Context: an optimization exercise on an open-source flow, tuned for small area, a short achievable clock period and few clock cycles per item. The choices shown serve that exercise and are no tape-out recipe. Only simulation tests tie the RTL to the original design; equivalence was not proved.

green:
// ime_ks
module ime_ks (
  input  wire         clk,
  input  wire         rst,          
  input  wire         key_we,
  input  wire [2:0]   key_idx,
  input  wire [31:0]  key_wdata,
  input  wire         req_valid,
  output wire         req_ready,
  input  wire [15:0]  req_epoch,
  input  wire [2:0]   req_port,
  input  wire [28:0]  req_line,
  output wire         ks_valid,
  input  wire         ks_ready,
  output wire [1:0]   ks_blk,
  output wire [127:0] ks_data
);
Settings: LEC_CHECK=0, ABC_CLOCK_PERIOD_IN_PS=3300, CAP_MARGIN=20, CORE_MARGIN=2, CORE_UTILIZATION=50, CTS_CLUSTER_DIAMETER=80, CTS_CLUSTER_SIZE=20, SETUP_SLACK_MARGIN=4.7, SLEW_MARGIN=45; clock period 8.0 ns.
standard.sh (not shown) runs the stock make flow with config.mk's settings and CLKGATE_MAP_FILE= SYNTH_SCRIPT=/design/flow/synth_recipe.tcl, a recipe that flattens the netlist after the stock synthesis.
==> flow/flow/run.sh <==
#!/bin/bash
# Own flow: the standard layout (standard.sh) with three changes:
#  - synthesis runs flow/my_synth.tcl: the standard synthesis script with
#    Yosys's default ABC mapping script in place of ORFS's speed script
#    (same flip-flops and register names);
#  - after global placement, flow/near_pins.tcl moves the registers that
#    drive output ports next to those ports (ORFS's PRE_RESIZE hook);
#  - the detailed router gets more antenna repair iterations.
set -euo pipefail
W=$(pwd)
export PRE_RESIZE_TCL=$W/flow/near_pins.tcl
sed -e "s#SYNTH_SCRIPT=[^ ]*#SYNTH_SCRIPT=$W/flow/my_synth.tcl MAX_REPAIR_ANTENNAS_ITER_DRT=15#" standard.sh > own.sh
grep -q "SYNTH_SCRIPT=$W/flow/my_synth.tcl" own.sh
bash own.sh > layout.log 2>&1
==> flow/flow/my_synth.tcl <==
# The standard synthesis (synth_recipe.tcl, which runs ORFS's synth.tcl), with
# one change: the technology mapping uses Yosys's default ABC script (area
# oriented, with the clock period as delay target) instead of ORFS's speed
# script. Everything else, flip-flop mapping and register names included, is
# the standard synthesis.
proc abc {args} {
  set out {}
  set skip 0
  foreach a $args {
    if {$skip} { set skip 0; continue }
    if {$a eq "-script"} { set skip 1; continue }
    lappend out $a
  }
  yosys abc {*}$out
}
source [file join [file dirname [file normalize [info script]]] .. synth_recipe.tcl]
==> flow/flow/near_pins.tcl <==
# PRE_RESIZE hook (after global placement, before the first repair_design):
# put each flip-flop whose output drives only an output port's buffer on the
# spot of that buffer, next to the pin; detailed placement later legalizes it.
# These registers' paths to the outputs have the least slack, and the global
# placer leaves them near the logic that feeds them instead.
set block [ord::get_db_block]
set moved 0
foreach inst [$block getInsts] {
  if {![[$inst getMaster] isSequential]} continue
  set q [$inst findITerm Q]
  if {$q eq "NULL" || $q eq ""} continue
  set net [$q getNet]
  if {$net eq "NULL" || $net eq ""} continue
  set iterms [$net getITerms]
  if {[llength $iterms] != 2} continue
  foreach it $iterms {
    set other [$it getInst]
    if {[$other getName] eq [$inst getName]} continue
    if {![string match output* [$other getName]]} continue
    lassign [$other getLocation] x y
    $inst setLocation $x $y
    incr moved
  }
}
puts "near_pins: moved $moved flip-flops next to their output buffers"
green has completed all stages; timing, DRC and antenna checks passed.
Testbench counts of green, summed over its fixed seeds: cycles 3,232, items 384.
The inputs of blue differ from those of green as listed below.
-- flow/design.v --
<<< green, line 182
);
  localparam U  = 7;            
  localparam QN = 5;            
  localparam QA = 3;            
  localparam TW = QA + 4;       
  genvar g, u;
>>> blue, line 182
);
  localparam U  = 7;            
  localparam QN = 4;            
  localparam QA = 2;            
  localparam TW = QA + 4;       
  genvar g, u;
<<< green, line 246
  reg  [1:0]    ob;
  reg           rdy;
  reg  [47:0]   q [0:QN-1];          
  reg  [127:0]  e_odd, e_even;       
  reg  [47:0]   kmid;                
  reg  [127:0]  r0 [0:U-1];
>>> blue, line 246
  reg  [1:0]    ob;
  reg           rdy;
  reg  [48*QN-1:0] q;                
  reg  [127:0]  e_cur, e_prev;       
  reg  [47:0]   kmid;                
  reg  [127:0]  r0 [0:U-1];
<<< green, line 255
  reg  [127:0]  outr;
  wire [127:0]  rk [0:U-1];          
  wire [31:0] ksin = ph[1] ? e_even[31:0] : {e_odd[23:0], e_odd[31:24]};
  wire [47:0] kmid_n;
  wire [31:0] ksub;
>>> blue, line 255
  reg  [127:0]  outr;
  wire [127:0]  rk [0:U-1];          
  wire [31:0] ksin = ph[1] ? e_cur[31:0] : {e_cur[23:0], e_cur[31:24]};
  wire [47:0] kmid_n;
  wire [31:0] ksub;
<<< green, line 266
  wire [7:0]   rcon   = 8'h01 << ph[4:2];
  wire [31:0]  kt     = ph[1] ? (ksub ^ {rcon, 24'h0}) : ksub;
  wire         first  = (ph[4:2] == 3'd0);
  always @(posedge clk) begin
    kmid <= kmid_n;
    if (ph[1:0] == 2'd0)
      e_odd <= first ? key[127:0] : kstep(e_odd, kt);
    if (ph[1:0] == 2'd2)
      e_even <= kstep(first ? key[255:128] : e_even, kt);
  end
  generate
>>> blue, line 266
  wire [7:0]   rcon   = 8'h01 << ph[4:2];
  wire [31:0]  kt     = ph[1] ? (ksub ^ {rcon, 24'h0}) : ksub;
  wire         first  = (ph == 5'd0);
  always @(posedge clk) begin
    kmid <= kmid_n;
    if (!ph[0]) begin
      e_cur  <= first ? key[127:0] : kstep(e_prev, kt);
      e_prev <= first ? key[255:128] : e_cur;
    end
  end
  generate
<<< green, line 286
      always @(posedge clk) begin
        if (ld)
          kr <= ph[1] ? e_even : e_odd;
      end
      assign rk[u] = kr;
>>> blue, line 286
      always @(posedge clk) begin
        if (ld)
          kr <= e_cur;
      end
      assign rk[u] = kr;
<<< green, line 323
      busy = busy | t0[i][TW-1] | t1[i][TW-1];
  end
  wire          entry  = win && (ph == 5'd0 || busy) && (el != tl);
  wire [47:0]   qctr   = q[pidx(el)];
  wire [127:0]  newblk = {qctr ^ key[255:208], key[207:130], key[129:128] ^ eb};
  wire          kill   = rst || key_we || kw_we;
>>> blue, line 323
      busy = busy | t0[i][TW-1] | t1[i][TW-1];
  end
  wire [QA:0]   cnt    = (tl >= hd) ? tl - hd : tl + 2*QN - hd;
  wire [QA:0]   edist  = (el >= hd) ? el - hd : el + 2*QN - hd;
  wire          eavail = (edist < cnt) || (edist == cnt && req_valid);
  wire          entry  = win && (ph == 5'd0 || busy) && eavail;
  reg  [47:0]   qsel;
  always @(*) begin
    qsel = q[47:0];
    for (i = 1; i < QN; i = i + 1)
      if (pidx(el) == i) qsel = q[48*i +: 48];
  end
  wire [47:0]   qctr   = (el == tl) ? {req_epoch, req_port, req_line} : qsel;
  wire [127:0]  newblk = {qctr ^ key[255:208], key[207:130], key[129:128] ^ eb};
  wire          kill   = rst || key_we || kw_we;
<<< green, line 330
  wire          exit_v = win && xt[TW-1];
  wire          ofree  = !ov || ks_ready;
  wire          match  = exit_v && (xt[TW-2:2] == hd) && (xt[1:0] == nb);
  wire          take   = match && ofree;
  wire          fail   = match && !ofree;
>>> blue, line 339
  wire          exit_v = win && xt[TW-1];
  wire          ofree  = !ov || ks_ready;
  wire          match  = exit_v && (xt[TW-2:2] == hd) && (xt[1:0] == nb) && (hd != tl);
  wire          take   = match && ofree;
  wire          fail   = match && !ofree;
<<< green, line 357
  always @(posedge clk) begin
    if (acc)
      q[pidx(tl)] <= {req_epoch, req_port, req_line};
    if (take) begin
      outr <= fin;
>>> blue, line 366
  always @(posedge clk) begin
    if (acc)
      q[48*pidx(tl) +: 48] <= {req_epoch, req_port, req_line};
    if (take) begin
      outr <= fin;
==> comparison <==
Compared with green, in blue sequential cell count now sits lower; routed wire length dropped 1.1%. In summary, blue completed successfully, with a layout that passed the timing, design-rule and antenna checks. [blue] number of non-clock buffers in the layout rose 12% relative to green.
Testbench counts of blue, summed over its fixed seeds: cycles 3,224, items 384.


== before ==
Starting RTL as in the previous note.
clock: 8.0 ns
lec_check: 0
abc_clock_period_in_ps: 3300
cap_margin: 20
core_margin: 2
core_utilization: 55
cts_cluster_diameter: 80
cts_cluster_size: 20
setup_slack_margin: 4.7
slew_margin: 45
Scripts as last shown in full above: flow/flow/run.sh, flow/flow/my_synth.tcl, flow/flow/near_pins.tcl
Testbench counts of before, summed over its fixed seeds: cycles 3,232, items 384.
The inputs of after differ from those of before as listed below.
diff --git a/flow/design.v b/flow/design.v
--- a/flow/design.v
+++ b/flow/design.v
@@ -175,20 +175,20 @@
   input  wire [15:0]  req_epoch,
   input  wire [2:0]   req_port,
   input  wire [28:0]  req_line,
   output wire         ks_valid,
   input  wire         ks_ready,
   output wire [1:0]   ks_blk,
   output wire [127:0] ks_data
 );
   localparam U  = 7;            
-  localparam QN = 5;            
-  localparam QA = 3;            
+  localparam QN = 4;            
+  localparam QA = 2;            
   localparam TW = QA + 4;       
   genvar g, u;
   integer i;
   reg [255:0] key;
   reg  [7:0]  kw_en;               
   reg  [31:0] kw_data;
   wire        kw_we = |kw_en;
   integer     kwi;
   always @(posedge clk) begin
@@ -239,59 +239,59 @@
   endfunction
   reg  [4:0]    ph;                  
   reg  [QA:0]   hd, tl;              
   reg  [QA:0]   el;                  
   reg  [1:0]    eb;                  
   reg  [1:0]    nb;                  
   reg           ov;                  
   reg  [1:0]    ob;
   reg           rdy;
-  reg  [47:0]   q [0:QN-1];          
-  reg  [127:0]  e_odd, e_even;       
+  reg  [48*QN-1:0] q;                
+  reg  [127:0]  e_cur, e_prev;       
   reg  [47:0]   kmid;                
   reg  [127:0]  r0 [0:U-1];
   reg  [191:0]  r1 [0:U-1];
   reg  [TW-1:0] t0 [0:U-1];          
   reg  [TW-1:0] t1 [0:U-1];
   reg  [127:0]  outr;
   wire [127:0]  rk [0:U-1];          
-  wire [31:0] ksin = ph[1] ? e_even[31:0] : {e_odd[23:0], e_odd[31:24]};
+  wire [31:0] ksin = ph[1] ? e_cur[31:0] : {e_cur[23:0], e_cur[31:24]};
   wire [47:0] kmid_n;
   wire [31:0] ksub;
   generate
     for (g = 0; g < 4; g = g + 1) begin : g_ksbox
       ime_sbox_top u_kt (.a(ksin[31 - 8*g -: 8]), .m(kmid_n[47 - 12*g -: 12]));
       ime_sbox_bot u_kb (.m(kmid[47 - 12*g -: 12]), .y(ksub[31 - 8*g -: 8]));
     end
   endgenerate
   wire [7:0]   rcon   = 8'h01 << ph[4:2];
   wire [31:0]  kt     = ph[1] ? (ksub ^ {rcon, 24'h0}) : ksub;
-  wire         first  = (ph[4:2] == 3'd0);
+  wire         first  = (ph == 5'd0);
   always @(posedge clk) begin
     kmid <= kmid_n;
-    if (ph[1:0] == 2'd0)
-      e_odd <= first ? key[127:0] : kstep(e_odd, kt);
-    if (ph[1:0] == 2'd2)
-      e_even <= kstep(first ? key[255:128] : e_even, kt);
+    if (!ph[0]) begin
+      e_cur  <= first ? key[127:0] : kstep(e_prev, kt);
+      e_prev <= first ? key[255:128] : e_cur;
+    end
   end
   generate
     for (u = 0; u < U; u = u + 1) begin : g_ku
       reg [127:0] kr;
       reg         ld;
       integer j;
       always @(*) begin
         ld = 1'b0;
         for (j = u + 1; j <= 14; j = j + U)
           if (ph == 2*j - 1) ld = 1'b1;
       end
       always @(posedge clk) begin
         if (ld)
-          kr <= ph[1] ? e_even : e_odd;
+          kr <= e_cur;
       end
       assign rk[u] = kr;
     end
   endgenerate
   wire [127:0] nxt [0:U-1];
   wire [127:0] srl;
   generate
     for (u = 0; u < U; u = u + 1) begin : g_unit
       wire [191:0] m;
@@ -316,26 +316,35 @@
   endgenerate
   wire [127:0] fin = srl ^ rk[U-1];    
   wire          win    = (ph < 2*U);                  
   reg           busy;                                 
   always @(*) begin
     busy = 1'b0;
     for (i = 0; i < U; i = i + 1)
       busy = busy | t0[i][TW-1] | t1[i][TW-1];
   end
-  wire          entry  = win && (ph == 5'd0 || busy) && (el != tl);
-  wire [47:0]   qctr   = q[pidx(el)];
+  wire [QA:0]   cnt    = (tl >= hd) ? tl - hd : tl + 2*QN - hd;
+  wire [QA:0]   edist  = (el >= hd) ? el - hd : el + 2*QN - hd;
+  wire          eavail = (edist < cnt) || (edist == cnt && req_valid);
+  wire          entry  = win && (ph == 5'd0 || busy) && eavail;
+  reg  [47:0]   qsel;
+  always @(*) begin
+    qsel = q[47:0];
+    for (i = 1; i < QN; i = i + 1)
+      if (pidx(el) == i) qsel = q[48*i +: 48];
+  end
+  wire [47:0]   qctr   = (el == tl) ? {req_epoch, req_port, req_line} : qsel;
   wire [127:0]  newblk = {qctr ^ key[255:208], key[207:130], key[129:128] ^ eb};
   wire          kill   = rst || key_we || kw_we;
   wire [TW-1:0] xt     = t1[U-1];                    
   wire          exit_v = win && xt[TW-1];
   wire          ofree  = !ov || ks_ready;
-  wire          match  = exit_v && (xt[TW-2:2] == hd) && (xt[1:0] == nb);
+  wire          match  = exit_v && (xt[TW-2:2] == hd) && (xt[1:0] == nb) && (hd != tl);
   wire          take   = match && ofree;
   wire          fail   = match && !ofree;
   wire          retire = take && (xt[1:0] == 2'd3);
   wire          acc    = req_valid && rdy;
   wire [QA:0]   hd_n   = retire ? pinc(hd) : hd;
   wire [QA:0]   tl_n   = acc ? pinc(tl) : tl;
   wire [QA:0]   cnt_n  = (tl_n >= hd) ? tl_n - hd : tl_n + 2*QN - hd;
   always @(posedge clk) begin
     r0[0] <= (nxt[U-1] & {128{~entry}}) ^ (entry ? newblk : rk[U-1]);
@@ -350,19 +359,19 @@
       t0[0] <= entry ? {1'b1, el, eb} : (win ? {TW{1'b0}} : t1[U-1]);
       for (i = 1; i < U; i = i + 1)
         t0[i] <= t1[i-1];
       for (i = 0; i < U; i = i + 1)
         t1[i] <= t0[i];
     end
   end
   always @(posedge clk) begin
     if (acc)
-      q[pidx(tl)] <= {req_epoch, req_port, req_line};
+      q[48*pidx(tl) +: 48] <= {req_epoch, req_port, req_line};
     if (take) begin
       outr <= fin;
       ob   <= xt[1:0];
     end
   end
   always @(posedge clk) begin
     if (rst) begin
       ph  <= 5'd0;
       hd  <= {(QA+1){1'b0}};
- For the sequential standard cell area, after came in 1.7% lower than before did.
- Sequential share of cell area, after and before: larger value in before
- In the reports for after and before, the larger headroom to the max-slew limit belongs to after.
- after ends up with lower maximum clock skew at final layout than before does.
- Synthesized flop and latch total was higher in before than in after.
- The adder-cell share of the synthesized area of after and that of before are within noise of each other.
- Relative to before, after degrades wire length of the first global-routing pass.
- Summary: with before as the reference, cell area after technology mapping in after moved down slightly.
- Changes observed in after relative to before: violation count after the first detailed-route iteration decreased by 2794 relative to the old numbers, met1 routing resource usage after global routing decreased by 3.1 points relative to the old numbers, via count of the first global-routing pass increased by 4225 relative to the old numbers, final instance area closely matched the old numbers.
Testbench counts of after, summed over its fixed seeds: cycles 3,224, items 384.

afterwards: timing with drivers on the ports:
Ports are ideal in the flow. The routed layouts listed here were re-timed in OpenROAD.
Step 1, drivers: a clkbuf_16 drives clk and a buf_2 each remaining input, both assumed.
Step 2 adds t to the input delays and takes it off the output delays; t is the mean of the earliest and latest rising clock arrival at the registers after step 1. Input paths then give back, and output paths get back, about the clock's delay inside the block.
Three values: ideal ports, drivers, drivers and shift; two values: the first two.
run | t, ns | setup slack, ns | worst setup path after step 2 | slew at the worst register clock pin (ns)
green | 1.155 | 4.668 / 4.606 / 3.790 | input to register | 0.10 / 0.10
blue | 1.126 | 4.620 / 4.620 / 4.052 | input to register | 0.10 / 0.10
before | 1.140 | 4.622 / 4.600 / 3.891 | input to register | 0.10 / 0.10
after | 1.132 | 4.671 / 4.627 / 3.929 | input to register | 0.10 / 0.10
After both steps setup and hold are still met in every run listed. The setup slack of green, which loses most, moves by -0.062 ns with the drivers and by -0.878 ns with both steps.
